Context: an optimization exercise on an open-source flow, tuned for small area, a short achievable clock period and few clock cycles. The choices shown serve that exercise and are no tape-out recipe. In this exercise RTL edits were held to simulation tests only and were not proved equivalent to the original.

**flow/design.v**
```verilog
module dg_lane (
    input  wire         clk,
    input  wire         rst,
    input  wire         in_valid,
    output wire         in_ready,
    input  wire [31:0]  in_data,
    input  wire         in_last,
    input  wire [2:0]   in_nbytes,
    input  wire [1:0]   in_mode,
    output wire         out_valid,
    output wire [255:0] out_digest
);
    localparam [1:0] MODE_SHA  = 2'd0;
    localparam [1:0] MODE_HMAC = 2'd1;
    localparam [1:0] MODE_KEY  = 2'd2;
    localparam [2:0] E_NONE = 3'd0;   
    localparam [2:0] E_OUT  = 3'd1;   
    localparam [2:0] E_OUTR = 3'd2;   
    localparam [2:0] E_KEYI = 3'd3;   
    localparam [2:0] E_KEYO = 3'd4;   
    localparam [1:0] I_CONT = 2'd0;
    localparam [1:0] I_IV   = 2'd1;
    localparam [1:0] I_IS   = 2'd2;
    localparam [1:0] I_OS   = 2'd3;
    localparam [1:0] H_FREE  = 2'd0;   
    localparam [1:0] H_CHAIN = 2'd1;   
    localparam [1:0] H_DIG   = 2'd2;   
    localparam [1:0] H_READY = 2'd3;   
    localparam [2:0] L_IDLE = 3'd0;   
    localparam [2:0] L_MSG  = 3'd1;   
    localparam [2:0] L_PAD  = 3'd2;   
    localparam [2:0] L_K17  = 3'd3;   
    localparam [2:0] L_OPAD = 3'd4;   
    localparam [2:0] L_OUTA = 3'd5;   
    localparam [2:0] L_OUTB = 3'd6;   
    function [31:0] rotr(input [31:0] x, input integer n);
        rotr = (x >> n) | (x << (32 - n));
    endfunction
    function [31:0] keep_bytes(input [31:0] d, input [2:0] n);
        case (n)
            3'd0:    keep_bytes = 32'h0;
            3'd1:    keep_bytes = {d[31:24], 24'h0};
            3'd2:    keep_bytes = {d[31:16], 16'h0};
            3'd3:    keep_bytes = {d[31:8], 8'h0};
            default: keep_bytes = d;
        endcase
    endfunction
    function [31:0] pad_byte(input [2:0] n);
        case (n)
            3'd0:    pad_byte = 32'h80000000;
            3'd1:    pad_byte = 32'h00800000;
            3'd2:    pad_byte = 32'h00008000;
            3'd3:    pad_byte = 32'h00000080;
            default: pad_byte = 32'h0;
        endcase
    endfunction
    function [31:0] bk_add(input [31:0] x, input [31:0] y);
        reg [31:0] gg, pp, G, P;
        integer lv, k;
        begin
            gg = x & y;
            pp = x ^ y;
            G = gg;
            P = pp;
            for (lv = 1; lv < 32; lv = lv * 2)
                for (k = 2 * lv - 1; k < 32; k = k + 2 * lv) begin
                    G[k] = G[k] | (P[k] & G[k - lv]);
                    P[k] = P[k] & P[k - lv];
                end
            for (lv = 8; lv >= 1; lv = lv / 2)
                for (k = 3 * lv - 1; k < 32; k = k + 2 * lv) begin
                    G[k] = G[k] | (P[k] & G[k - lv]);
                    P[k] = P[k] & P[k - lv];
                end
            bk_add = pp ^ {G[30:0], 1'b0};
        end
    endfunction
    reg [3:0]   ph;
    reg         busy;         
    reg [1:0]   q;
    reg [2:0]   cur_end;      
    reg [1:0]   hstat;
    reg         hl;           
    reg [1:0]   hsrc;
    reg         endd;         
    reg         op1, ov;
    reg         xis, xos;     
    reg         os_pend;      
    reg         mode_ok;
    reg [2:0]   lst;
    reg [1:0]   lmode;
    reg [3:0]   wslot;        
    reg         wfull;        
    reg         pv;           
    reg [1:0]   pinit;        
    reg [2:0]   pend_end;     
    reg [19:0]  wc;           
    reg [1:0]   lnb;          
    reg         pad80, fin;
    reg [31:0]  w  [0:15];
    reg [31:0]  kr [0:15];
    reg [31:0]  hr [0:7];
    reg [31:0]  a, b, c, e, f, g;
    reg [31:0]  Xs, Xc, Ys, Yc;   
    reg         start_r;
    wire [5:0] t     = {q, ph};
    wire       s15   = (ph == 4'd15);
    wire       t63   = busy && (t == 6'd63);
    reg        t62;           
    reg        ffw;           
    wire       ph18  = (ph != 4'd0) && (ph <= 4'd8);
    wire start = start_r;
    wire rstart  = start && !busy;           
    wire sched   = (busy && t <= 6'd46) || start;
    reg  slot_r;
    wire slot_ok = slot_r;
    reg rdy;
    assign in_ready = rdy;
    wire fire = in_valid && in_ready;
    wire [2:0]  nb       = in_last ? in_nbytes : 3'd4;
    wire [1:0]  cur_mode = (lst == L_IDLE) ? in_mode : lmode;
    wire [31:0] kept     = keep_bytes(in_data, nb);
    wire [31:0] msg_word = kept | pad_byte(nb);
    reg        ins;
    reg [31:0] ins_w;
    reg        k1w;           
    reg [31:0] k1v;
    always @(*) begin
        ins   = 1'b0;
        ins_w = 32'h0;
        k1w   = 1'b0;
        k1v   = 32'h0;
        case (lst)
            L_IDLE, L_MSG: begin
                ins = fire;
                if (cur_mode == MODE_KEY) begin
                    ins_w = kept ^ 32'h36363636;
                    k1w   = fire;
                    k1v   = kept;
                end else begin
                    ins_w = msg_word;
                end
            end
            L_PAD: begin
                ins = slot_ok;
                if (lmode == MODE_KEY) begin
                    ins_w = 32'h36363636;
                    k1w   = slot_ok;
                end else if (!pad80)
                    ins_w = 32'h80000000;
                else if (wslot == 4'd15 && fin)
                    ins_w = {7'd0, wc, lnb, 3'd0};
            end
            L_OPAD: begin
                ins   = slot_ok;
                ins_w = kr[0] ^ 32'h5c5c5c5c;
            end
            L_OUTA: begin
                ins   = slot_ok;
                ins_w = (wslot == 4'd8) ? 32'h80000000 : (wslot == 4'd15) ? 32'd768 : 32'h0;
            end
            L_OUTB: begin
                ins   = slot_ok && (hstat == H_DIG);
                ins_w = hr[{ph[1:0], 1'b0}];
            end
            default: ;
        endcase
    end
    wire wfull_set = ins && (((lst == L_MSG || lst == L_PAD || lst == L_OPAD) && wslot == 4'd15) ||
                             (lst == L_OUTB && wslot == 4'd0));
    wire start_n = (ph == 4'd14) && (wfull || wfull_set) &&
                   ((pinit == I_CONT) ? ((busy && q == 2'd3 && cur_end == E_NONE) ||
                                         (!busy && hstat == H_CHAIN))
                                      : (!busy && hstat == H_READY));
    reg [31:0] Kr;
    localparam [2047:0] KTAB = {
        32'hc67178f2, 32'hbef9a3f7, 32'ha4506ceb, 32'h90befffa,
        32'h8cc70208, 32'h84c87814, 32'h78a5636f, 32'h748f82ee,
        32'h682e6ff3, 32'h5b9cca4f, 32'h4ed8aa4a, 32'h391c0cb3,
        32'h34b0bcb5, 32'h2748774c, 32'h1e376c08, 32'h19a4c116,
        32'h106aa070, 32'hf40e3585, 32'hd6990624, 32'hd192e819,
        32'hc76c51a3, 32'hc24b8b70, 32'ha81a664b, 32'ha2bfe8a1,
        32'h92722c85, 32'h81c2c92e, 32'h766a0abb, 32'h650a7354,
        32'h53380d13, 32'h4d2c6dfc, 32'h2e1b2138, 32'h27b70a85,
        32'h14292967, 32'h06ca6351, 32'hd5a79147, 32'hc6e00bf3,
        32'hbf597fc7, 32'hb00327c8, 32'ha831c66d, 32'h983e5152,
        32'h76f988da, 32'h5cb0a9dc, 32'h4a7484aa, 32'h2de92c6f,
        32'h240ca1cc, 32'h0fc19dc6, 32'hefbe4786, 32'he49b69c1,
        32'hc19bf174, 32'h9bdc06a7, 32'h80deb1fe, 32'h72be5d74,
        32'h550c7dc3, 32'h243185be, 32'h12835b01, 32'hd807aa98,
        32'hab1c5ed5, 32'h923f82a4, 32'h59f111f1, 32'h3956c25b,
        32'he9b5dba5, 32'hb5c0fbcf, 32'h71374491, 32'h428a2f98
    };
    wire [31:0] kt = Kr;
    reg [31:0] ivw;
    always @(*) begin
        case (ph[2:0])
            3'd1:    ivw = 32'h5be0cd19;
            3'd2:    ivw = 32'h1f83d9ab;
            3'd3:    ivw = 32'h9b05688c;
            3'd4:    ivw = 32'h510e527f;
            3'd5:    ivw = 32'ha54ff53a;
            3'd6:    ivw = 32'h3c6ef372;
            3'd7:    ivw = 32'hbb67ae85;
            default: ivw = 32'h6a09e667;
        endcase
    end
    wire [31:0] s1 = rotr(e, 6) ^ rotr(e, 11) ^ rotr(e, 25);
    wire [31:0] s0 = rotr(a, 2) ^ rotr(a, 13) ^ rotr(a, 22);
    wire [31:0] ch = (e & f) ^ (~e & g);
    wire [31:0] mj = (a & b) ^ (a & c) ^ (b & c);
    wire [31:0] a1s = Ys ^ Yc ^ ch;
    wire [31:0] a1c = {((Ys & Yc) | (Ys & ch) | (Yc & ch)), 1'b0};
    wire [31:0] a2s = s0 ^ s1 ^ mj;
    wire [31:0] a2c = {((s0 & s1) | (s0 & mj) | (s1 & mj)), 1'b0};
    wire [31:0] a3s = a1s ^ a1c ^ a2s;
    wire [31:0] a3c = {((a1s & a1c) | (a1s & a2s) | (a1c & a2s)), 1'b0};
    wire [31:0] a4s = a3s ^ a3c ^ a2c;
    wire [31:0] a4c = {((a3s & a3c) | (a3s & a2c) | (a3c & a2c)), 1'b0};
    wire [31:0] a_new = a4s + a4c;
    wire [31:0] e1s = Xs ^ Xc ^ ch;
    wire [31:0] e1c = {((Xs & Xc) | (Xs & ch) | (Xc & ch)), 1'b0};
    wire [31:0] e2s = e1s ^ e1c ^ s1;
    wire [31:0] e2c = {((e1s & e1c) | (e1s & s1) | (e1c & s1)), 1'b0};
    wire [31:0] e_new = bk_add(e2s, e2c);
    wire [31:0] ss0   = rotr(w[1], 7) ^ rotr(w[1], 18) ^ (w[1] >> 3);
    wire [31:0] ss1   = rotr(w[14], 17) ^ rotr(w[14], 19) ^ (w[14] >> 10);
    wire [31:0] sc1s  = ss1 ^ w[9] ^ w[0];
    wire [31:0] sc1c  = {((ss1 & w[9]) | (ss1 & w[0]) | (w[9] & w[0])), 1'b0};
    wire [31:0] sc2s  = sc1s ^ sc1c ^ ss0;
    wire [31:0] sc2c  = {((sc1s & sc1c) | (sc1s & ss0) | (sc1c & ss0)), 1'b0};
    wire [31:0] wnext = bk_add(sc2s, sc2c);
    wire [31:0] xa = start ? hr[1] : c;
    wire [31:0] yb = start ? hr[5] : g;
    wire [31:0] xr = t62 ? hr[1] : 32'h0;
    wire [31:0] yr = t62 ? hr[5] : 32'h0;
    wire [31:0] p1s = yb ^ kt ^ w[0];
    wire [31:0] p1c = {((yb & kt) | (yb & w[0]) | (kt & w[0])), 1'b0};
    wire [31:0] Ysn = p1s ^ p1c ^ yr;
    wire [31:0] Ycn = {((p1s & p1c) | (p1s & yr) | (p1c & yr)), 1'b0};
    wire [31:0] p2s = p1s ^ p1c ^ xa;
    wire [31:0] p2c = {((p1s & p1c) | (p1s & xa) | (p1c & xa)), 1'b0};
    wire [31:0] Xsn = p2s ^ p2c ^ xr;
    wire [31:0] Xcn = {((p2s & p2c) | (p2s & xr) | (p2c & xr)), 1'b0};
    wire [31:0] hsrc_w = (hsrc == I_IS) ? kr[0] : (hsrc == I_OS) ? kr[8] : ivw;
    wire [31:0] ha = endd ? 32'h0 : hr[7];
    wire [31:0] aa = (ffw || endd) ? a : 32'h0;
    wire [31:0] add_a = bk_add(ha, aa);
    wire [31:0] he = endd ? 32'h0 : hr[3];
    wire [31:0] ee = (ffw || endd) ? e : 32'h0;
    wire [31:0] add_e = bk_add(he, ee);
    integer i;
    always @(posedge clk) begin
        a <= rstart ? hr[6] : a_new;
        b <= start ? add_a : a;
        c <= start ? hr[0] : b;
        e <= rstart ? hr[2] : e_new;
        f <= start ? add_e : e;
        g <= start ? hr[4] : f;
        Xs <= Xsn;
        Xc <= Xcn;
        Ys <= Ysn;
        Yc <= Ycn;
        for (i = 0; i < 15; i = i + 1)
            w[i] <= w[i + 1];
        w[15] <= sched ? wnext : ins ? ins_w : w[0];
        for (i = 1; i < 8; i = i + 1)
            if (i != 4) hr[i] <= hr[i - 1];
        hr[0] <= hl ? hsrc_w : add_a;
        hr[4] <= add_e;
        for (i = 0; i < 15; i = i + 1)
            if (i != 7) kr[i] <= kr[i + 1];
        kr[7]  <= (xos && ph18) ? hr[7] : kr[8];
        kr[15] <= (xis && ph18) ? hr[7] : k1w ? k1v : kr[0];
    end
    assign out_valid = ov;
    assign out_digest = {hr[0], hr[1], hr[2], hr[3], hr[4], hr[5], hr[6], hr[7]};
    reg [3:0] ph_n;
    reg  start_r_n;
    reg  mode_ok_n;
    reg  t62_n;
    reg  ffw_n;
    reg  busy_n;
    reg [1:0] q_n;
    reg [2:0] cur_end_n;
    reg [1:0] hstat_n;
    reg  hl_n;
    reg [1:0] hsrc_n;
    reg  endd_n;
    reg  op1_n;
    reg  ov_n;
    reg  xis_n;
    reg  xos_n;
    reg  os_pend_n;
    reg [2:0] lst_n;
    reg [1:0] lmode_n;
    reg [3:0] wslot_n;
    reg  wfull_n;
    reg  pv_n;
    reg [1:0] pinit_n;
    reg [2:0] pend_end_n;
    reg [19:0] wc_n;
    reg [1:0] lnb_n;
    reg  pad80_n;
    reg  fin_n;
    always @(*) begin
        ph_n = ph;
        start_r_n = start_r;
        mode_ok_n = mode_ok;
        t62_n = t62;
        ffw_n = ffw;
        busy_n = busy;
        q_n = q;
        cur_end_n = cur_end;
        hstat_n = hstat;
        hl_n = hl;
        hsrc_n = hsrc;
        endd_n = endd;
        op1_n = op1;
        ov_n = ov;
        xis_n = xis;
        xos_n = xos;
        os_pend_n = os_pend;
        lst_n = lst;
        lmode_n = lmode;
        wslot_n = wslot;
        wfull_n = wfull;
        pv_n = pv;
        pinit_n = pinit;
        pend_end_n = pend_end;
        wc_n = wc;
        lnb_n = lnb;
        pad80_n = pad80;
        fin_n = fin;
        ph_n   = ph + 4'd1;
        start_r_n = start_n;
        mode_ok_n = in_valid && !fire && (in_mode != MODE_KEY);
        t62_n     = busy && q == 2'd3 && ph == 4'd13;
        ffw_n     = busy && q == 2'd3 && (ph == 4'd12 || ph == 4'd13 || ph == 4'd14);
        endd_n = t63;
        op1_n  = t63 && (cur_end == E_OUT);
        ov_n   = op1;
        case (lst)
            L_IDLE: if (fire) begin
                lmode_n = in_mode;
                pv_n    = 1'b1;
                pinit_n = (in_mode == MODE_HMAC) ? I_IS : I_IV;
                wc_n    = ((in_mode == MODE_HMAC) ? 20'd16 : 20'd0) + {19'd0, nb[2]};
                lnb_n   = nb[1:0];
                fin_n   = 1'b0;
                wslot_n = 4'd1;
                if (in_mode == MODE_KEY) os_pend_n = 1'b1;
                if (in_last) begin
                    pad80_n = (nb != 3'd4);
                    lst_n   = L_PAD;
                end else begin
                    pad80_n = 1'b0;
                    lst_n   = L_MSG;
                end
            end
            L_MSG: if (fire) begin
                wc_n    = wc + {19'd0, nb[2]};
                lnb_n   = nb[1:0];
                wslot_n = wslot + 4'd1;
                if (wslot == 4'd0) begin
                    pv_n    = 1'b1;
                    pinit_n = I_CONT;
                end
                if (wslot == 4'd15) begin
                    wfull_n    = 1'b1;
                    pend_end_n = (lmode == MODE_KEY) ? E_KEYI : E_NONE;
                end
                if (in_last) begin
                    pad80_n = (nb != 3'd4);
                    lst_n   = (lmode == MODE_KEY && wslot == 4'd15) ? L_OPAD : L_PAD;
                end else if (lmode == MODE_KEY && wslot == 4'd15) begin
                    lst_n = L_K17;
                end
            end
            L_PAD: if (ins) begin
                wslot_n = wslot + 4'd1;
                if (wslot == 4'd0) begin
                    pv_n    = 1'b1;
                    pinit_n = I_CONT;
                end
                if (lmode == MODE_KEY) begin
                    if (wslot == 4'd15) begin
                        wfull_n    = 1'b1;
                        pend_end_n = E_KEYI;
                        lst_n      = L_OPAD;
                    end
                end else begin
                    pad80_n = 1'b1;
                    if (wslot == 4'd14) fin_n = pad80;
                    if (wslot == 4'd15) begin
                        wfull_n = 1'b1;
                        if (fin) begin
                            if (lmode == MODE_HMAC) begin
                                pend_end_n = E_OUTR;
                                lst_n      = L_OUTA;
                                wslot_n    = 4'd8;
                            end else begin
                                pend_end_n = E_OUT;
                                lst_n      = L_IDLE;
                            end
                        end else begin
                            pend_end_n = E_NONE;
                        end
                    end
                end
            end
            L_K17: if (fire) lst_n = L_OPAD;
            L_OPAD: if (ins) begin
                wslot_n = wslot + 4'd1;
                if (wslot == 4'd0) begin
                    pv_n    = 1'b1;
                    pinit_n = I_IV;
                end
                if (wslot == 4'd15) begin
                    wfull_n    = 1'b1;
                    pend_end_n = E_KEYO;
                    lst_n      = L_IDLE;
                end
            end
            L_OUTA: if (ins) begin
                wslot_n = wslot + 4'd1;
                if (wslot == 4'd8) begin
                    pv_n    = 1'b1;
                    pinit_n = I_OS;
                end
                if (wslot == 4'd15) begin
                    wslot_n = 4'd1;
                    lst_n   = L_OUTB;
                end
            end
            L_OUTB: if (ins) begin
                wslot_n = wslot + 4'd1;
                if (wslot == 4'd7) wslot_n = 4'd0;
                if (wslot == 4'd0) begin
                    wfull_n    = 1'b1;
                    pend_end_n = E_OUT;
                    hstat_n    = H_FREE;
                    lst_n      = L_IDLE;
                end
            end
            default: lst_n = L_IDLE;
        endcase
        if (s15) begin
            if (start) begin
                busy_n    = 1'b1;
                q_n       = 2'd0;
                cur_end_n = pend_end;
                wfull_n   = 1'b0;
                pv_n      = 1'b0;
            end else if (busy && q != 2'd3) begin
                q_n = q + 2'd1;
            end else begin
                busy_n = 1'b0;
            end
        end
        if (t63) begin
            case (cur_end)
                E_OUT:  hstat_n = H_FREE;
                E_OUTR: hstat_n = H_DIG;
                E_KEYI: begin hstat_n = H_FREE; xis_n = 1'b1; end
                E_KEYO: begin hstat_n = H_FREE; xos_n = 1'b1; end
                default: ;
            endcase
        end
        if (start) hstat_n = H_CHAIN;
        if (ph == 4'd0 && !busy && hstat == H_FREE && pv && pinit != I_CONT) begin
            hl_n   = 1'b1;
            hsrc_n = pinit;
        end
        if (ph == 4'd8) begin
            hl_n  = 1'b0;
            if (hl) hstat_n = H_READY;
            xis_n = 1'b0;
            xos_n = 1'b0;
            if (xos) os_pend_n = 1'b0;
        end
    end
    wire sched_n = (busy_n && {q_n, ph_n} <= 6'd46) || start_r_n;
    wire wfree_n = !sched_n && !wfull_n;
    wire [3:0] cslot_n = ph_n + 4'd1;
    wire rdy_n = (lst_n == L_IDLE) ? (wfree_n && ph_n == 4'd15 && (!os_pend_n || mode_ok_n)) :
                 (lst_n == L_MSG)  ? (wfree_n && cslot_n == wslot_n) :
                 (lst_n == L_K17);
    wire [5:0] kix_n = {q_n, ph_n} + 6'd1;
    always @(posedge clk)
        Kr <= KTAB[{kix_n, 5'd0} +: 32];
    always @(posedge clk) begin
        if (rst) begin
            ph <= 4'd0;
            start_r <= 1'b0;
            mode_ok <= 1'b0;
            t62 <= 1'b0;
            ffw <= 1'b0;
            busy <= 1'b0;
            q <= 2'd3;
            cur_end <= E_NONE;
            hstat <= H_FREE;
            hl <= 1'b0;
            hsrc <= I_IV;
            endd <= 1'b0;
            op1 <= 1'b0;
            ov <= 1'b0;
            xis <= 1'b0;
            xos <= 1'b0;
            os_pend <= 1'b0;
            lst <= L_IDLE;
            lmode <= MODE_SHA;
            wslot <= 4'd0;
            wfull <= 1'b0;
            pv <= 1'b0;
            pinit <= I_CONT;
            pend_end <= E_NONE;
            wc <= 20'd0;
            lnb <= 2'd0;
            pad80 <= 1'b0;
            fin <= 1'b0;
            rdy      <= 1'b0;
            slot_r   <= 1'b0;
        end else begin
            ph <= ph_n;
            start_r <= start_r_n;
            mode_ok <= mode_ok_n;
            t62 <= t62_n;
            ffw <= ffw_n;
            busy <= busy_n;
            q <= q_n;
            cur_end <= cur_end_n;
            hstat <= hstat_n;
            hl <= hl_n;
            hsrc <= hsrc_n;
            endd <= endd_n;
            op1 <= op1_n;
            ov <= ov_n;
            xis <= xis_n;
            xos <= xos_n;
            os_pend <= os_pend_n;
            lst <= lst_n;
            lmode <= lmode_n;
            wslot <= wslot_n;
            wfull <= wfull_n;
            pv <= pv_n;
            pinit <= pinit_n;
            pend_end <= pend_end_n;
            wc <= wc_n;
            lnb <= lnb_n;
            pad80 <= pad80_n;
            fin <= fin_n;
            rdy      <= rdy_n;
            slot_r   <= wfree_n && (cslot_n == wslot_n);
        end
    end
endmodule
```
**flow/flow/run.sh**
```bash
#!/bin/bash
# The standard layout (the standard.sh, standard synthesis included) with two
# changes: the input and output port buffers are sky130_fd_sc_hd__buf_1 cells
# instead of the resizer's default choice, and timing repair aims for 6 ns of
# setup slack (a 4 ns period) at the design's 10 ns clock.
set -euo pipefail
export BUFFER_PORTS_ARGS="-buffer_cell sky130_fd_sc_hd__buf_1"
bash standard.sh SETUP_SLACK_MARGIN=6 synth > synth.log 2>&1
bash standard.sh SETUP_SLACK_MARGIN=6 finish > finish.log 2>&1
```
**flow/standard.sh**
```bash
#!/bin/bash
# synth_recipe.tcl (not shown) runs the flow's synth.tcl, then flattens the netlist and writes it again
# the make line also repeats each setting of config.mk as NAME=value (left out here)
make -C /OpenROAD-flow-scripts/flow DESIGN_CONFIG=/design/flow/config.mk WORK_HOME=/design/flow/orfs CLKGATE_MAP_FILE= SYNTH_SCRIPT=/design/flow/synth_recipe.tcl "${@:-finish}"
```
**flow/config.mk**
```make
export PLATFORM = sky130hd
export DESIGN_NAME = dg_lane
export DESIGN_NICKNAME = dg_lane
export VERILOG_FILES = /design/flow/design.v
export SDC_FILE = /design/flow/constraint.sdc
export NUM_CORES = 4
export LEC_CHECK = 0
export ABC_AREA = 1
export CAP_MARGIN = 20
export CORE_MARGIN = 2
export CORE_UTILIZATION = 60
export CTS_CLUSTER_DIAMETER = 100
export CTS_CLUSTER_SIZE = 25
export PLACE_DENSITY = 0.7
export SLEW_MARGIN = 20
```
**flow/constraint.sdc**
```tcl
create_clock -name core_clock -period 10.0 [get_ports {clk}]
set_input_delay 2.0000 -clock core_clock [delete_from_list [all_inputs] [get_ports {clk}]]
set_output_delay 2.0000 -clock core_clock [all_outputs]
set_load 0.01 [all_outputs]
```
==> impl_metrics.csv, run 1 <==
group,metric,value,unit
floorplanning,ios,299,
placement,hpwl,198000,um
floorplanning,num_rows,122,
timing,setup_viol,0,
detailed_routing,drc_errors,0,
final_layout,stdcell_area,76900,um^2
critical_path,cp_max_fo,5,
global_routing,grt_antenna_before_repair,28,
clock_tree,cts.sinks,1696,
final_layout,fill_cells,8183,
timing,period_minus_slack,4570,ps
critical_path,cp-start-kind,"flop",
clock_tree,ctsLongestPathBuffers,3,
final_layout,nNetsFinal,7824,
clock_tree,numCtsBuffers,79,
floorplanning,dieArea,114000,um^2
critical_path,cp_data_required_time,10670,ps
floorplanning,fp.dieH,337,um
outcome,status,"complete, no violations",
global_routing,grt_usage,45.1,%
yosys,yosysSeqAreaShare,51.1,%
critical_path,rr_worst_depth,18,
clock_tree,path_clk_slew,110,ps
timing,finalWorstSetupSlack,5430,ps
critical_path,rrSetupSlack,5430,ps
worst_hold_path,hold_path.class,"flop to flop",
placement,gp_congestion,1.07,
yosys,synth_most_common_cell,"dfxtp_1",
placement,dp_slack,4120,ps
detailed_routing,drt_iter0_drc,6367,
timing,drv_slew,0,
detailed_routing,wire_per_inst,30.4,um
yosys,synth_seq_cells,1696,
placement,post_dp_cell_area,68900,um^2
detailed_routing,ant_nets,0,
yosys,netlist.area_leader.share,51.1,%
yosys,async_flop_share,0,%
global_routing,grt_pass1_vias,49503,
yosys,ys.flop_type,"dfxtp_1",
final_layout,syn2layout_area_growth,15.6,%
floorplanning,core-area,110000,um^2
yosys,synth.distinct_cells,69,
yosys,syn_nets,7419,
detailed_routing,via_count,51644,
critical_path,crit_start,"e[6]",
yosys,synth.area.top_cells,"dfxtp_1 51%, fa_1 13%, nand2_1 6.5%",
timing,worstMarginPinSlew,1320,ps
timing,max_slew_margin,11.5,%
worst_hold_path,worstHoldEndpoint,"w[9][1]",
timing,fmax,219,MHz
timing,fin_setup_tns,0,ps
clock_tree,worstSkewPairLatency,730,ps
yosys,avgSynthCellArea,9.85,um^2
placement,dp_cells,8342,
yosys,ys_warn_count,4,
clock_tree,cts_root_buffer,"clkbuf_16",
job,cap_violations,0,
yosys,synth_top_cell_by_area,"dfxtp_1",
critical_path,critPathKind,"flop to flop",
global_routing,grt_overflow_total,0,
yosys,synth_area,66500,um^2
yosys,synth-edff-count,0,
timing,fin_hold_ws,310,ps
final_layout,top_regs,"kr: 512 flops, w: 512 flops, hr: 256 flops",
final_layout,drive_gt1_share,13.8,%
worst_hold_path,min_from,"w[10][1]",
timing,rsz0062_at_grt,"true",
clock_tree,tritoncts,"built",
timing,finalCritPeriodShare,45.7,%
critical_path,worstPathArrival,5240,ps
placement,io_buffers,298,
critical_path,r2r_end,"a[31]",
global_routing,grt_max_degree,130,
critical_path,end_kind,"flop",
yosys,ys_top_cells_by_count,"1696 x dfxtp_1, 1146 x nand2_1, 914 x inv_1",
floorplanning,die_w,337,um
clock_tree,cts_hold_buffers,0,
timing,final-hold-violation-count,0,
detailed_routing,first_pass_iters,6,
yosys,netlist_instances,6754,
detailed_routing,wl,263000,um
detailed_routing,via_per_inst,5.96,
timing,skew,39.8,ps
clock_tree,htreeDepth,3,
worst_hold_path,min_delay_path_depth,0,
global_routing,grt_pass1_wl,356000,um
floorplanning,start_util,60.3,%
critical_path,timing.rr.start,"e[6]",
final_layout,stdcell_count,8670,
[stage by stage]
step / util [%]
after floorplan: -
after global placement: 62.4
after detailed placement: 62.5
after CTS: 67.8
after global routing: 69.6
final: 69.6
[final cells by class]
cell class	count	area [um^2]	area share, %
flip-flops and latches	1696	34200	44.5
multi-input cells	3881	31300	40.8
inverters	938	3610	4.69
repair buffers	563	3590	4.67
clock buffers	82	2010	2.61
well taps	1488	1860	2.42
clock inverters	13	226	0.295
diodes	9	22.5	0.0293
[per-layer routing]
layer | GRT usage (%) | wire length (um) | up-vias
met2 | 66.3 | 111000 | 3531
met3 | 13.1 | 32700 | 1033
met4 | 32.2 | 24400 | 16
met5 | 0 | 112 | -
li1 | - | - | 21935
met1 | 57.1 | 95400 | 25129
[kinds of logic (layout without fill, tap and decap cells)]
logic type                 count (synthesis)  in the layout  share of synthesized area, %
AOI/OAI and AO/OA                        976            977                          8.42
xor gates and xnor gates                 349            349                          4.62
adders and majority gates                624            624                          16.6
buffers and inverters                   1180           1596                          6.91
DFF                                     1696           1696                          51.1
muxes                                     60             60                         0.905
other                                      0              9                             0
and+or+nand+nor                         1869           1871                          11.5
[what timing repair did]
action                                  CTS  global route
pin swaps                               148           203
resized for setup                       580           281
gates cloned                              4             1
endpoints found under the setup margin  197           134
setup buffers                           125            93
[cells in the final DEF, fill, tap and decap left out, drive strengths merged, types with 7 or more instances in the layout]
| cell | n |
|---|---|
| a211oi | 18 |
| o211ai | 47 |
| nor3 | 43 |
| buf | 557 |
| dfxtp | 1696 |
| diode | 9 |
| a221oi | 18 |
| or2 | 9 |
| clkinvlp | 12 |
| o21bai | 13 |
| xnor2 | 171 |
| o221ai | 18 |
| nor2 | 418 |
| clkinv | 9 |
| nand3b | 7 |
| clkbuf | 86 |
| nand2 | 1159 |
| a41oi | 8 |
| xor2 | 178 |
| fa | 429 |
| nand3 | 177 |
| a31oi | 70 |
| mux2i | 59 |
| o21ai | 487 |
| inv | 929 |
| a21o | 16 |
| o22ai | 16 |
| a21oi | 216 |
| ha | 195 |
| nand4 | 48 |
| o31ai | 12 |
[critical path, cell delays in order, from the launching register on]
cell and delay (ps):
dfxtp_4 500, xnor2_4 160, xor2_2 510, fa_1 510
inv_1 100, fa_1 430, fa_1 580, ha_4 250
nand2_2 110, inv_1 90, nand2_1 100, nand2_2 90
a21oi_2 170, o21ai_4 140, a211oi_2 260, buf_4 200
nand3b_1 120, nand3_1 80, nand2_1 90
[worst max path at each step]
stage | to | slack [ps] | cells after the start
floorplan | w[15][31] | 5850 | 24
global placement | w[15][11] | 3830 | 8
detailed placement | w[15][20] | 4120 | 13
CTS | w[15][31] | 5520 | 24
global route | w[15][27] | 5320 | 23
finish | a[31] | 5430 | 18
Testbench counts, summed over its fixed seeds: cycles 160,840.
==> inputs of run 2 (changes only) <==
==> flow/flow/run.sh (replaced) <==
#!/bin/bash
# The standard layout (the standard.sh, standard synthesis included) with two
# changes: the input and output port buffers are sky130_fd_sc_hd__buf_1 cells
# instead of the resizer's default choice, and timing repair aims for 5.5 ns of
# setup slack (a 4.5 ns period) at the design's 10 ns clock.
set -euo pipefail
export BUFFER_PORTS_ARGS="-buffer_cell sky130_fd_sc_hd__buf_1"
bash standard.sh SETUP_SLACK_MARGIN=5.5 synth > synth.log 2>&1
bash standard.sh SETUP_SLACK_MARGIN=5.5 finish > finish.log 2>&1
--- a/flow/config.mk
+++ b/flow/config.mk
@@ -9,7 +9,8 @@
 export CAP_MARGIN = 20
 export CORE_MARGIN = 2
 export CORE_UTILIZATION = 60
-export CTS_CLUSTER_DIAMETER = 100
-export CTS_CLUSTER_SIZE = 25
+export CTS_BUF_LIST = sky130_fd_sc_hd__clkbuf_8
+export CTS_CLUSTER_DIAMETER = 60
+export CTS_CLUSTER_SIZE = 16
 export PLACE_DENSITY = 0.7
 export SLEW_MARGIN = 20
==> run 2 against run 1 <==
  * Wire length fell by 2.3%
  * First-iteration DRC count up 0.22%
  * Critical endpoint is now a[29]
  * Via count decreased by 1.6%
  * Maximum frequency is 0.69% lower
  * Cell area shrank 3.6%
  * Largest cell class unchanged
  * Still clean
==> impl_metrics.csv, run 2 <==
group,metric,value,unit
detailed_routing,ant_nets,0,
critical_path,critPathKind,"flop to flop",
yosys,synth-simple-area-share,11.5,%
critical_path,worstPathCellList,"buf_4 > xnor2_2 > xor2_2 > fa_1 > inv_1 > fa_1 > fa_1 > ha_2 > a21o_1 > a31oi_2 > nand2_1 > a31oi_2 > nand3b_1 > nand3_1 > a31oi_1",
critical_path,cp_max_fo,5,
yosys,ys_warn_count,4,
timing,max_slew_margin,12.5,%
yosys,avgSynthCellArea,9.85,um^2
floorplanning,ios,299,
clock_tree,cts.sinks,1696,
global_routing,grt_max_degree,76,
yosys,ys_top_cells_by_count,"1696 x dfxtp_1, 1146 x nand2_1, 914 x inv_1",
final_layout,syn2layout_area_growth,11.4,%
yosys,netlist.area_leader.share,51.1,%
yosys,synth_area,66500,um^2
timing,period_minus_slack,4600,ps
outcome,status,"complete, no violations",
yosys,synthAdderAreaFrac,16.6,%
floorplanning,core-area,110000,um^2
final_layout,drive_gt1_share,9.81,%
yosys,synth_compound_area_share,8.42,%
yosys,synth_most_common_cell,"dfxtp_1",
critical_path,worstPathArrival,5400,ps
timing,setup_viol,0,
clock_tree,cts_root_buffer,"clkbuf_8",
timing,fmax,217,MHz
detailed_routing,wire_per_inst,29.7,um
placement,gp_congestion,1.13,
clock_tree,tritoncts,"built",
clock_tree,ctsLongestPathBuffers,3,
global_routing,grt_overflow_total,0,
detailed_routing,wl,257000,um
timing,fin_setup_tns,0,ps
critical_path,slowest_delay,550,ps
detailed_routing,drc_errors,0,
timing,final-hold-violation-count,0,
floorplanning,start_util,60.3,%
timing,fin_hold_ws,281,ps
final_layout,nNetsFinal,7752,
clock_tree,numCtsBuffers,144,
global_routing,grt_pass1_wl,351000,um
yosys,syn_nets,7419,
yosys,synthMuxAreaShare,0.905,%
timing,drv_slew,0,
detailed_routing,drt_iter0_drc,6381,
floorplanning,dieArea,114000,um^2
final_layout,mostFrequentLayoutCells,"1613 x dfxtp_1, 1125 x nand2_1, 910 x inv_1, 432 x o21ai_0, 424 x fa_1",
clock_tree,path_clk_slew,100,ps
placement,dp_cells,8354,
yosys,synth_seq_cells,1696,
yosys,synth_top_cell_by_area,"dfxtp_1",
yosys,async_flop_share,0,%
final_layout,fill_cells,8601,
yosys,ys.flop_type,"dfxtp_1",
clock_tree,htreeDepth,4,
placement,io_buffers,298,
yosys,synth_top_family_by_area,"adder cells",
yosys,synth_xor_area_share,4.62,%
critical_path,cp_data_required_time,10800,ps
final_layout,layout_commonest_cell,"dfxtp_1",
floorplanning,die_w,337,um
yosys,synth.area.top_cells,"dfxtp_1 51%, fa_1 13%, nand2_1 6.5%",
timing,skew,67.7,ps
global_routing,grt_usage,44.6,%
timing,worstMarginPinSlew,1310,ps
critical_path,end_kind,"flop",
global_routing,grt_pass1_vias,48731,
job,cap_violations,0,
critical_path,cp_slowest_cell,"fa_1",
detailed_routing,first_pass_iters,8,
timing,rsz0062_at_grt,"true",
floorplanning,num_rows,122,
floorplanning,fp.dieH,337,um
final_layout,final_core_util,67.1,%
yosys,yosysSeqAreaShare,51.1,%
final_layout,stdcell_count,8661,
worst_hold_path,hold_path.class,"flop to flop",
final_layout,top_regs,"kr: 512 flops, w: 512 flops, hr: 256 flops",
yosys,synth-edff-count,0,
timing,finalCritPeriodShare,46.0,%
critical_path,cp-start-kind,"flop",
yosys,netlist_instances,6754,
placement,hpwl,200000,um
yosys,synth.distinct_cells,69,
clock_tree,worstSkewPairLatency,940,ps
global_routing,grt_antenna_before_repair,27,
critical_path,cp_common_cell,"fa_1",
detailed_routing,via_count,50800,
detailed_routing,via_per_inst,5.87,
## run 2: cell types whose count changed in the layout (fill, tap and decap cells not counted), sizes merged
cell and change:
bufbuf -1, nor2 +1, clkinv +11, o21ai -1, bufinv +2, clkbuf +62
nand3 -1, inv +32, clkinvlp +6, buf -131, diode +11
## run 2: metal layers
| metal | global-route usage [%] | vias to the layer above | routed length (um) |
|---|---|---|---|
| met5 | 0 | - | 143 |
| met4 | 29.7 | 22 | 21800 |
| met3 | 13.5 | 909 | 30800 |
| met2 | 66.1 | 3442 | 109000 |
| met1 | 56.4 | 24608 | 95700 |
| li1 | - | 21819 | - |
## run 2: area by class of cell
type                    count  area [um^2]  share of cell area, %
flip-flops and latches   1696        34100                   46.1
well taps                1488         1860                   2.51
clock inverters            64          706                  0.953
diodes                     20         50.0                 0.0676
inverters                 938         3570                   4.82
multi-input cells        3880        29600                   39.9
repair buffers            427         2150                   2.91
clock buffers             148         2040                   2.75
## run 2: logic make-up (layout without fill, tap and decap cells)
kind of cell,Yosys count,after routing
AO/OA/AOI/OAI,976,976
XOR/XNOR,349,349
adder cells (fa/ha/maj),624,624
buffers and inverters,1180,1577
flip-flops,1696,1696
multiplexers,60,60
other,0,20
AND/OR/NAND/NOR,1869,1871
## run 2: worst max-delay path: cells and delay by family, from the launching register on
kind,cells,cell delay (ps)
AO/OA/AOI/OAI,4,1230
XOR/XNOR,2,360
adder cells (fa/ha/maj),4,1830
buffers and inverters,2,220
flip-flops,1,410
AND/OR/NAND/NOR,3,420
## run 2: worst paths after layout
check                  end  startpoint  slack, ps  cells after the start
setup reg to reg     a[29]        e[4]       5400                     15
hold reg to reg   w[9][17]   w[10][17]        280                      0
setup / recovery     a[29]        e[4]       5400                     15
hold / removal    w[9][17]   w[10][17]        280                      0
## run 2: per-stage QoR
step	setup slack (ps)	cell area (um^2)
finish	5400	74100
global route	5290	74000
CTS	5400	72800
detailed placement	4340	68900
global placement	4070	68900
floorplan	5670	66500
## run 2: repair_timing
action | CTS | global route
endpoints found under the setup margin | 155 | 53
pin swaps | 30 | 53
resized for setup | 198 | 190
hold buffers | 0 | 0
gates cloned | 1 | 1
endpoints found under the hold margin | 0 | 0
setup buffers | 37 | 36
==> inputs of run 3 (changes only) <==
--- a/flow/config.mk
+++ b/flow/config.mk
@@ -9,8 +9,7 @@
 export CAP_MARGIN = 20
 export CORE_MARGIN = 2
 export CORE_UTILIZATION = 60
-export CTS_BUF_LIST = sky130_fd_sc_hd__clkbuf_8
-export CTS_CLUSTER_DIAMETER = 60
-export CTS_CLUSTER_SIZE = 16
+export CTS_CLUSTER_DIAMETER = 100
+export CTS_CLUSTER_SIZE = 25
 export PLACE_DENSITY = 0.7
 export SLEW_MARGIN = 20
==> run 3 against run 2 <==
  * Still clean
  * Flip-flop and latch count is the same
  * Sequential share of layout area grew 0.24 points
  * Wire length grew 0.40%
  * Worst setup slack gained 26 ps
  * Utilization shrank 0.33 points
  * Die area is the same
  * Register-to-register slack gained 30 ps
==> impl_metrics.csv, run 3 <==
group,metric,value,unit
floorplanning,num_rows,122,
floorplanning,die_w,337,um
detailed_routing,drt_iter0_drc,6291,
timing,rsz0062_at_grt,"true",
final_layout,mostFrequentLayoutCells,"1617 x dfxtp_1, 1127 x nand2_1, 901 x inv_1, 433 x o21ai_0, 424 x fa_1",
final_layout,multi_input_area,29500,um^2
timing,setup_viol,0,
placement,dp_slack,4340,ps
yosys,synth_top_family_by_area,"adder cells",
clock_tree,ctsLongestPathBuffers,3,
yosys,netlist.area_leader.share,51.1,%
detailed_routing,wire_per_inst,30.1,um
clock_tree,cts_hold_buffers,0,
global_routing,grt_overflow_total,0,
yosys,ys.flop_type,"dfxtp_1",
floorplanning,start_util,60.3,%
yosys,synthMuxAreaShare,0.905,%
timing,final-hold-violation-count,0,
final_layout,drive_gt1_share,8.47,%
yosys,synthAdderAreaFrac,16.6,%
global_routing,grt_pass1_vias,48422,
detailed_routing,wl,258000,um
final_layout,final_core_util,66.8,%
final_layout,layout_commonest_cell,"dfxtp_1",
clock_tree,cts.sinks,1696,
detailed_routing,via_count,50470,
timing,period_minus_slack,4580,ps
timing,drv_slew,0,
clock_tree,worstSkewPairLatency,750,ps
timing,worstMarginPinSlew,1380,ps
global_routing,grt-busiest-layer,"met2",
clock_tree,numCtsBuffers,79,
yosys,netlist_instances,6754,
critical_path,end_kind,"flop",
yosys,synth.distinct_cells,69,
final_layout,regArea,34200,um^2
detailed_routing,via_per_inst,5.89,
detailed_routing,drc_errors,0,
timing,finalWorstSetupSlack,5420,ps
yosys,synth_seq_cells,1696,
placement,io_buffers,298,
timing,finalCritPeriodShare,45.8,%
yosys,async_flop_share,0,%
final_layout,nNetsFinal,7704,
yosys,synth_area,66500,um^2
critical_path,worstPathArrival,5190,ps
yosys,avgSynthCellArea,9.85,um^2
clock_tree,cts_root_buffer,"clkbuf_16",
global_routing,use_met2,66.4,%
floorplanning,fp.dieH,337,um
worst_hold_path,hold_path.class,"flop to flop",
critical_path,rrSetupSlack,5420,ps
placement,gp_congestion,1.13,
global_routing,grt_antenna_before_repair,28,
global_routing,grt.met3_usage,12.6,%
floorplanning,dieArea,114000,um^2
critical_path,cp-start-kind,"flop",
yosys,ys_warn_count,4,
placement,hpwl,200000,um
final_layout,syn2layout_area_growth,10.8,%
floorplanning,core-area,110000,um^2
yosys,synth-simple-area-share,11.5,%
global_routing,grt_usage,44.6,%
yosys,synth_compound_area_share,8.42,%
final_layout,fill_cells,8611,
clock_tree,tritoncts,"built",
yosys,synth.area.top_cells,"dfxtp_1 51%, fa_1 13%, nand2_1 6.5%",
detailed_routing,ant_nets,0,
timing,fmax,218,MHz
timing,fin_setup_tns,0,ps
final_layout,top_regs,"kr: 512 flops, w: 512 flops, hr: 256 flops",
global_routing,grt_use_met1,56.6,%
yosys,synth_top_cell_by_area,"dfxtp_1",
yosys,yosysSeqAreaShare,51.1,%
job,cap_violations,0,
clock_tree,path_clk_slew,120,ps
timing,skew,44.6,ps
yosys,synth-edff-count,0,
global_routing,grt_pass1_wl,352000,um
detailed_routing,first_pass_iters,9,
yosys,syn_nets,7419,
yosys,synth_xor_area_share,4.62,%
outcome,status,"complete, no violations",
global_routing,grt_max_degree,76,
floorplanning,ios,299,
timing,max_slew_margin,8.11,%
critical_path,cp_max_fo,5,
critical_path,critPathKind,"flop to flop",
yosys,ys_top_cells_by_count,"1696 x dfxtp_1, 1146 x nand2_1, 914 x inv_1",
clock_tree,htreeDepth,3,
yosys,synth_most_common_cell,"dfxtp_1",
critical_path,cp_data_required_time,10610,ps
run 3: cell count changes in the layout (fill, tap and decap cells not counted), moves of 9 or more:
cell | before | now
buf_4 | 120 | 134
clkinvlp_4 | 18 | 8
diode_2 | 20 | 29
clkbuf_8 | 148 | 1
clkbuf_16 | 0 | 79
inv_1 | 910 | 901
run 3: worst paths after layout:
| path | startpoint | to | depth (start not counted) |
|---|---|---|---|
| worst min register to register | kr[10][21] | kr[9][21] | 0 |
| worst max register to register | e[3] | a[25] | 16 |
| worst max-delay path | e[3] | a[25] | 16 |
| worst min-delay path | kr[10][21] | kr[9][21] | 0 |
run 3: kinds of logic after synthesis:
group	Yosys count
simple gates	1869
mux	60
compound gates	976
xor+xnor	349
fa+ha+maj	624
flops	1696
buf+inv	1180
run 3: metrics by stage:
stage / hold slack [ps] / instances / cell area, um^2
2_1_floorplan: 310 / 6754 / 66500
3_3_place_gp: 309 / 8353 / 68900
3_5_place_dp: 312 / 8354 / 68900
4_1_cts: 307 / 8481 / 72200
5_1_grt: 314 / 8542 / 73700
6_report: 311 / 8567 / 73700
run 3: routing by layer:
metal,part of all wire [%],up-vias
li1,-,21683
met1,37,24521
met2,43,3366
met3,12,892
met4,8.7,8
met5,0.019,-
run 3: final cells by class:
cell class | instances | share of cell area (%)
diodes | 29 | 0.0984
clock buffers | 80 | 2.69
clock inverters | 12 | 0.355
inverters | 938 | 4.84
multi-input cells | 3880 | 40.0
flip-flops and latches | 1696 | 46.3
well taps | 1488 | 2.53
repair buffers | 444 | 3.14
run 3: repair_timing:
action	CTS	global route
setup endpoints to repair	160	60
gates cloned	1	1
gates resized for setup	186	195
pin swaps	32	64
buffers inserted	34	56
run 3: critical path: stages, from the launching register on:
cell and delay, ps:
dfxtp_4 370, buf_12 140, xnor2_2 360, xor2_2 210
fa_1 530, inv_1 60, fa_1 570, fa_1 440
ha_1 410, nand2_1 140, nor2_1 160, inv_1 90
nor2_1 260, nand3_1 170, nand3_1 140, nor2_1 70
o31ai_2 350
==> inputs of run 4 (changes only) <==
--- a/flow/config.mk
+++ b/flow/config.mk
@@ -8,8 +8,8 @@
 export ABC_AREA = 1
 export CAP_MARGIN = 20
 export CORE_MARGIN = 2
-export CORE_UTILIZATION = 60
+export CORE_UTILIZATION = 66
 export CTS_CLUSTER_DIAMETER = 100
 export CTS_CLUSTER_SIZE = 25
-export PLACE_DENSITY = 0.7
+export PLACE_DENSITY = 0.76
 export SLEW_MARGIN = 20
==> run 4 against run 3 <==
  * Flip-flop and latch count is the same
  * Synthesized cell count unchanged
  * Hold slack improved by 2.0 ps
  * Clock skew is 2.5 ps lower
  * Cell count is 2.8% lower
  * Still clean
  * Non-clock buffer count fell by 44
  * Utilization is 5.8 points higher
==> impl_metrics.csv, run 4 <==
group,metric,value,unit
outcome,status,"complete, no violations",
global_routing,grt_usage,47.5,%
clock_tree,tritoncts,"built",
critical_path,worstPathArrival,5400,ps
detailed_routing,ant_nets,0,
critical_path,critPathTopFamily,"buffers and inverters",
yosys,synth-edff-count,0,
yosys,synthMuxAreaShare,0.905,%
clock_tree,cts_root_buffer,"clkbuf_16",
critical_path,slowest_delay,910,ps
timing,period_minus_slack,4740,ps
final_layout,layout_commonest_cell,"dfxtp_1",
yosys,synth_top_family_by_area,"adder cells",
clock_tree,path_clk_slew,110,ps
detailed_routing,wire_per_inst,30.1,um
global_routing,grt_antenna_before_repair,28,
timing,drv_slew,0,
critical_path,cp_max_fo,47,
yosys,synthAdderAreaFrac,16.6,%
floorplanning,num_rows,116,
timing,fmax,211,MHz
floorplanning,core-area,100000,um^2
final_layout,fill_cells,7086,
final_layout,nNetsFinal,7661,
critical_path,crit_start,"start_r",
critical_path,worstPathCellList,"inv_4 > buf_4 > nand2_1 > a31oi_4 > buf_4 > clkinv_1 > a31oi_1 > o21ai_0 > o21ai_0",
yosys,synth_top_cell_by_area,"dfxtp_1",
timing,max_slew_margin,24.2,%
critical_path,cp_data_required_time,10660,ps
critical_path,critPathKind,"flop to flop",
yosys,syn_nets,7419,
global_routing,grt_pass1_wl,345000,um
floorplanning,dieArea,103000,um^2
critical_path,end_kind,"flop",
timing,fin_hold_ws,313,ps
timing,worstMarginPinSlew,1140,ps
clock_tree,ctsLongestPathBuffers,3,
yosys,yosysSeqAreaShare,51.1,%
yosys,ys_top_cells_by_count,"1696 x dfxtp_1, 1146 x nand2_1, 914 x inv_1",
job,cap_violations,0,
global_routing,grt_overflow_total,0,
floorplanning,die_w,321,um
yosys,synth_xor_area_share,4.62,%
final_layout,stdcell_count,8327,
floorplanning,start_util,66.5,%
yosys,synth.area.top_cells,"dfxtp_1 51%, fa_1 13%, nand2_1 6.5%",
final_layout,syn2layout_area_growth,9.16,%
yosys,netlist_instances,6754,
floorplanning,ios,299,
placement,io_buffers,298,
final_layout,drive_gt1_share,7.32,%
final_layout,mostFrequentLayoutCells,"1614 x dfxtp_1, 1129 x nand2_1, 902 x inv_1, 431 x o21ai_0, 423 x fa_1",
yosys,synth-simple-area-share,11.5,%
clock_tree,htreeDepth,3,
critical_path,critPathBufInv,4,
yosys,async_flop_share,0,%
yosys,avgSynthCellArea,9.85,um^2
timing,final-hold-violation-count,0,
detailed_routing,wl,250000,um
detailed_routing,first_pass_iters,7,
critical_path,cp_slowest_cell,"clkinv_1",
timing,skew,42.1,ps
global_routing,grt_max_degree,67,
critical_path,cp-start-kind,"flop",
yosys,synth.distinct_cells,69,
placement,hpwl,191000,um
yosys,synth_compound_area_share,8.42,%
yosys,ys_warn_count,4,
timing,setup_viol,0,
timing,finalCritPeriodShare,47.4,%
detailed_routing,drt_iter0_drc,7275,
clock_tree,worstSkewPairLatency,740,ps
clock_tree,cts.sinks,1696,
placement,dp_slack,3970,ps
clock_tree,cts_hold_buffers,0,
clock_tree,numCtsBuffers,80,
detailed_routing,via_count,51223,
floorplanning,fp.dieH,321,um
worst_hold_path,hold_path.class,"flop to flop",
yosys,synth_area,66500,um^2
timing,rsz0062_at_grt,"true",
yosys,synth_seq_cells,1696,
detailed_routing,via_per_inst,6.15,
worst_hold_path,min_from,"w[6][25]",
yosys,netlist.area_leader.share,51.1,%
critical_path,timing.rr.start,"start_r",
timing,finalWorstSetupSlack,5260,ps
detailed_routing,drc_errors,0,
yosys,ys.flop_type,"dfxtp_1",
placement,dp_cells,8150,
global_routing,grt_pass1_vias,49655,
final_layout,top_regs,"kr: 512 flops, w: 512 flops, hr: 256 flops",
placement,gp_congestion,1.09,
timing,fin_setup_tns,0,ps
yosys,synth_most_common_cell,"dfxtp_1",
-- run 4: worst register-to-register path: stages (launching register included) --
cell,delay (ps)
dfxtp_4,550
inv_4,510
buf_4,730
nand2_1,290
a31oi_4,190
buf_4,510
clkinv_1,950
a31oi_1,640
o21ai_0,210
o21ai_0,110
-- run 4: routing by layer --
| layer | track usage, % | share of wire, % | vias to the layer above |
|---|---|---|---|
| li1 | - | - | 21615 |
| met1 | 58.8 | 35 | 24624 |
| met2 | 69.8 | 42 | 3861 |
| met3 | 15.0 | 13 | 1105 |
| met4 | 35.7 | 9.5 | 18 |
| met5 | 0 | 0.057 | - |
-- run 4: area by class of cell --
type                            count  area [um^2]  area share, %
Sequential cell                  1696        34100           47.0
Multi-Input combinational cell   3880        29000           40.0
Inverter                          938         3570           4.92
Clock buffer                       82         2020           2.78
Timing Repair Buffer              400         1960           2.69
Tap cell                         1298         1620           2.24
Clock inverter                     13          229          0.315
Antenna cell                       20         50.0         0.0689
-- run 4: cells by family after synthesis --
logic type      count (synthesis)
compound gates                976
xor+xnor                      349
mux                            60
simple gates                 1869
buf+inv                      1180
fa+ha+maj                     624
flops                        1696
-- run 4: timing repair --
item | CTS | global route
gates cloned | 0 | 2
resized for setup | 166 | 149
setup buffers | 23 | 37
pin swaps | 19 | 34
setup endpoints to repair | 114 | 55
-- run 4: worst paths after layout --
check / cells past startpoint / end / slack, ps
max reg2reg: 9 / w[15][29] / 5260
max: 9 / w[15][29] / 5260
min reg2reg: 0 / w[5][25] / 310
min: 0 / w[5][25] / 310
-- run 4: through the flow --
step | instance area (um^2) | util (%)
3_3_place_gp | 68600 | 68.6
2_1_floorplan | 66500 | -
5_1_grt | 72600 | 72.6
4_1_cts | 71600 | 71.6
3_5_place_dp | 68600 | 68.6
6_report | 72600 | 72.6
==> inputs of run 5 (changes only) <==
==> flow/flow/run.sh (replaced) <==
#!/bin/bash
# The standard layout (the standard.sh, standard synthesis included) with two
# changes: the input and output port buffers are sky130_fd_sc_hd__buf_1 cells
# instead of the resizer's default choice, and timing repair aims for 5.75 ns of
# setup slack (a 4.25 ns period) at the design's 10 ns clock.
set -euo pipefail
export BUFFER_PORTS_ARGS="-buffer_cell sky130_fd_sc_hd__buf_1"
bash standard.sh SETUP_SLACK_MARGIN=5.75 synth > synth.log 2>&1
bash standard.sh SETUP_SLACK_MARGIN=5.75 finish > finish.log 2>&1
--- a/flow/config.mk
+++ b/flow/config.mk
@@ -8,8 +8,8 @@
 export ABC_AREA = 1
 export CAP_MARGIN = 20
 export CORE_MARGIN = 2
-export CORE_UTILIZATION = 66
+export CORE_UTILIZATION = 60
 export CTS_CLUSTER_DIAMETER = 100
 export CTS_CLUSTER_SIZE = 25
-export PLACE_DENSITY = 0.76
+export PLACE_DENSITY = 0.7
 export SLEW_MARGIN = 20
==> run 5 against run 4 <==
  * Still clean on timing, DRC and antenna
  * Register-to-register slack better by 250 ps
  * Critical path depth is 15 higher
  * Via count is 0.27% lower
  * Highest routed layer unchanged
==> impl_metrics.csv, run 5 <==
group,metric,value,unit
timing,max_slew_margin,18.0,%
timing,fin_hold_ws,320,ps
yosys,netlist.area_leader.share,51.1,%
critical_path,rrSetupSlack,5510,ps
critical_path,critPathKind,"flop to flop",
global_routing,grt_max_degree,72,
floorplanning,die_w,337,um
clock_tree,path_clk_slew,100,ps
yosys,synth_seq_cells,1696,
yosys,async_flop_share,0,%
final_layout,multi_input_area,30700,um^2
detailed_routing,ant_nets,0,
global_routing,grt_overflow_total,0,
final_layout,stdcell_area,75500,um^2
outcome,status,"complete, no violations",
global_routing,grt_antenna_before_repair,28,
clock_tree,htreeDepth,3,
timing,finalWorstSetupSlack,5510,ps
critical_path,rr_worst_depth,24,
yosys,yosysSeqAreaShare,51.1,%
yosys,synth_top_cell_by_area,"dfxtp_1",
yosys,synth.area.top_cells,"dfxtp_1 51%, fa_1 13%, nand2_1 6.5%",
detailed_routing,first_pass_iters,8,
timing,fin_setup_tns,0,ps
timing,drv_slew,0,
detailed_routing,wire_per_inst,30.2,um
yosys,ys_top_cells_by_count,"1696 x dfxtp_1, 1146 x nand2_1, 914 x inv_1",
critical_path,cp_slowest_cell,"fa_1",
timing,finalCritPeriodShare,44.9,%
clock_tree,worstSkewPairLatency,740,ps
final_layout,layout_commonest_cell,"dfxtp_1",
detailed_routing,drt_iter0_drc,6374,
timing,fmax,223,MHz
floorplanning,ios,299,
critical_path,timing.rr.start,"w[14][19]",
critical_path,r2r_end,"w[15][31]",
global_routing,grt_pass1_wl,356000,um
floorplanning,fp.dieH,337,um
final_layout,regArea,34200,um^2
timing,period_minus_slack,4490,ps
yosys,synth-edff-count,0,
clock_tree,numCtsBuffers,80,
final_layout,final_core_util,68.5,%
final_layout,stdcell_count,8611,
final_layout,drive_gt1_share,11.9,%
yosys,ys.flop_type,"dfxtp_1",
placement,io_buffers,298,
floorplanning,core-area,110000,um^2
yosys,ys_warn_count,4,
critical_path,cp_common_cell,"nand2_2",
critical_path,cp_data_required_time,10620,ps
yosys,synth_area,66500,um^2
critical_path,slowest_delay,520,ps
placement,dp_cells,8350,
final_layout,mostFrequentLayoutCells,"1599 x dfxtp_1, 1090 x nand2_1, 871 x inv_1, 414 x o21ai_0, 412 x fa_1",
timing,final-hold-violation-count,0,
critical_path,worstPathCellList,"xnor2_4 > xor2_4 > fa_2 > fa_1 > inv_1 > ha_4 > a21oi_4 > o21bai_4 > a31oi_4 > o21ai_4 > nand2_2 > nand2_4 > nand2_4 > nand2_4 > nand2_2 > nand2_2 > nand2_2 > nand2_2 > fa_2 > xor2_2 > xnor2_2 > nand2_1 > nand2_1 > o21ai_2",
placement,dp_slack,4350,ps
yosys,synth.distinct_cells,69,
detailed_routing,via_per_inst,5.93,
clock_tree,cts_root_buffer,"clkbuf_16",
placement,hpwl,200000,um
final_layout,fill_cells,8269,
final_layout,nNetsFinal,7767,
yosys,syn_nets,7419,
final_layout,syn2layout_area_growth,13.6,%
critical_path,cp_max_fo,4,
detailed_routing,wl,260000,um
critical_path,worstPathArrival,5110,ps
global_routing,grt_pass1_vias,49468,
yosys,netlist_instances,6754,
critical_path,crit_start,"w[14][19]",
final_layout,top_regs,"kr: 512 flops, w: 512 flops, hr: 256 flops",
detailed_routing,drc_errors,0,
floorplanning,start_util,60.3,%
clock_tree,cts.sinks,1696,
detailed_routing,via_count,51087,
global_routing,grt_usage,45.1,%
critical_path,cp-start-kind,"flop",
job,cap_violations,0,
timing,skew,38.0,ps
timing,worstMarginPinSlew,1220,ps
yosys,synth_most_common_cell,"dfxtp_1",
timing,rsz0062_at_grt,"true",
worst_hold_path,hold_path.class,"flop to flop",
critical_path,crit_path_end,"w[15][31]",
clock_tree,tritoncts,"built",
clock_tree,ctsLongestPathBuffers,3,
yosys,avgSynthCellArea,9.85,um^2
critical_path,end_kind,"flop",
placement,post_dp_cell_area,68900,um^2
placement,gp_congestion,1.07,
timing,setup_viol,0,
floorplanning,dieArea,114000,um^2
floorplanning,num_rows,122,
[run 5: cell types whose count changed in the layout (fill, tap and decap cells not counted), sizes merged]
cell / previous run / this run
diode: 20 / 6
nand3: 176 / 175
clkinvlp: 7 / 12
clkinv: 13 / 12
clkdlybuf4s18: 0 / 2
buf: 400 / 505
inv: 931 / 929
clkbuf: 82 / 83
nor2: 419 / 418
[run 5: final cells by class]
class | count | share of cell area [%]
Antenna cell | 6 | 0.0199
Clock buffer | 82 | 2.67
Clock inverter | 15 | 0.358
Inverter | 938 | 4.76
Multi-Input combinational cell | 3878 | 40.6
Sequential cell | 1696 | 45.2
Tap cell | 1488 | 2.46
Timing Repair Buffer | 508 | 3.91
[run 5: worst min path at each step]
stage	startpoint	end	slack, ps	depth (start not counted)
2_1_floorplan	w[15][12]	w[14][12]	310	0
3_3_place_gp	kr[11][30]	kr[10][30]	310	0
3_5_place_dp	w[8][9]	w[7][9]	310	0
4_1_cts	kr[15][25]	kr[14][25]	320	0
5_1_grt	kr[15][25]	kr[14][25]	320	0
6_report	w[2][6]	w[1][6]	320	0
[run 5: critical path: cells and delay by family (launching register included)]
family / cells / cell delay (ps)
compound gates: 5 / 650
xor+xnor: 4 / 830
fa+ha+maj: 4 / 1640
buf+inv: 1 / 70
flops: 1 / 400
simple gates: 10 / 750
[run 5: logic make-up after synthesis]
logic type	count (synthesis)	share of synthesized area (%)
and+or+nand+nor	1869	11.5
DFF	1696	51.1
buffers and inverters	1180	6.91
AOI/OAI and AO/OA	976	8.42
adders and majority gates	624	16.6
xor gates and xnor gates	349	4.62
muxes	60	0.905
[run 5: repair_timing]
action,CTS,global route
resized for setup,393,283
pin swaps,74,158
hold buffers,0,0
endpoints found under the setup margin,186,95
setup buffers,78,80
[run 5: layer usage]
layer  track usage (%)  wire length, um  vias up
met4              31.2            23100       22
met3              12.9            31100      976
met2              66.8           110000     3430
li1                  -                -    21811
met5                 0              144        -
met1              57.0            96000    24848

==> static timing again, ports no longer ideal <==
In the flow no input, the clock included, has a driving cell. The finished layouts below were timed again as built, in two steps. Step 1 (the two cells are an assumption about what drives the block):
set clk [get_ports {clk}]
set_driving_cell -lib_cell sky130_fd_sc_hd__clkbuf_16 $clk
set_driving_cell -lib_cell sky130_fd_sc_hd__buf_2 [delete_from_list [all_inputs] $clk]
Step 2 also shifts input and output timing later by t, the mid clock arrival at the registers, as if the neighbouring blocks saw the same clock. Three values: no drivers, after step 1, after step 2; two values: the first two.
run | t, ns | slack for setup (ns) | hold slack, ns
run 1 | 0.798 | 5.429 / 5.429 / 5.149 | 0.310 / 0.310 / 0.310
run 2 | 0.972 | 5.397 / 5.397 / 4.562 | 0.281 / 0.281 / 0.281
run 3 | 0.810 | 5.422 / 5.422 / 4.784 | 0.311 / 0.311 / 0.311
run 4 | 0.796 | 5.257 / 5.257 / 4.775 | 0.313 / 0.313 / 0.313
run 5 | 0.800 | 5.508 / 5.508 / 4.850 | 0.320 / 0.320 / 0.320
After both steps every run listed still meets setup and hold. The setup slack of run 2, which loses most, moves by 0.000 ns with the drivers and by -0.835 ns with both steps.
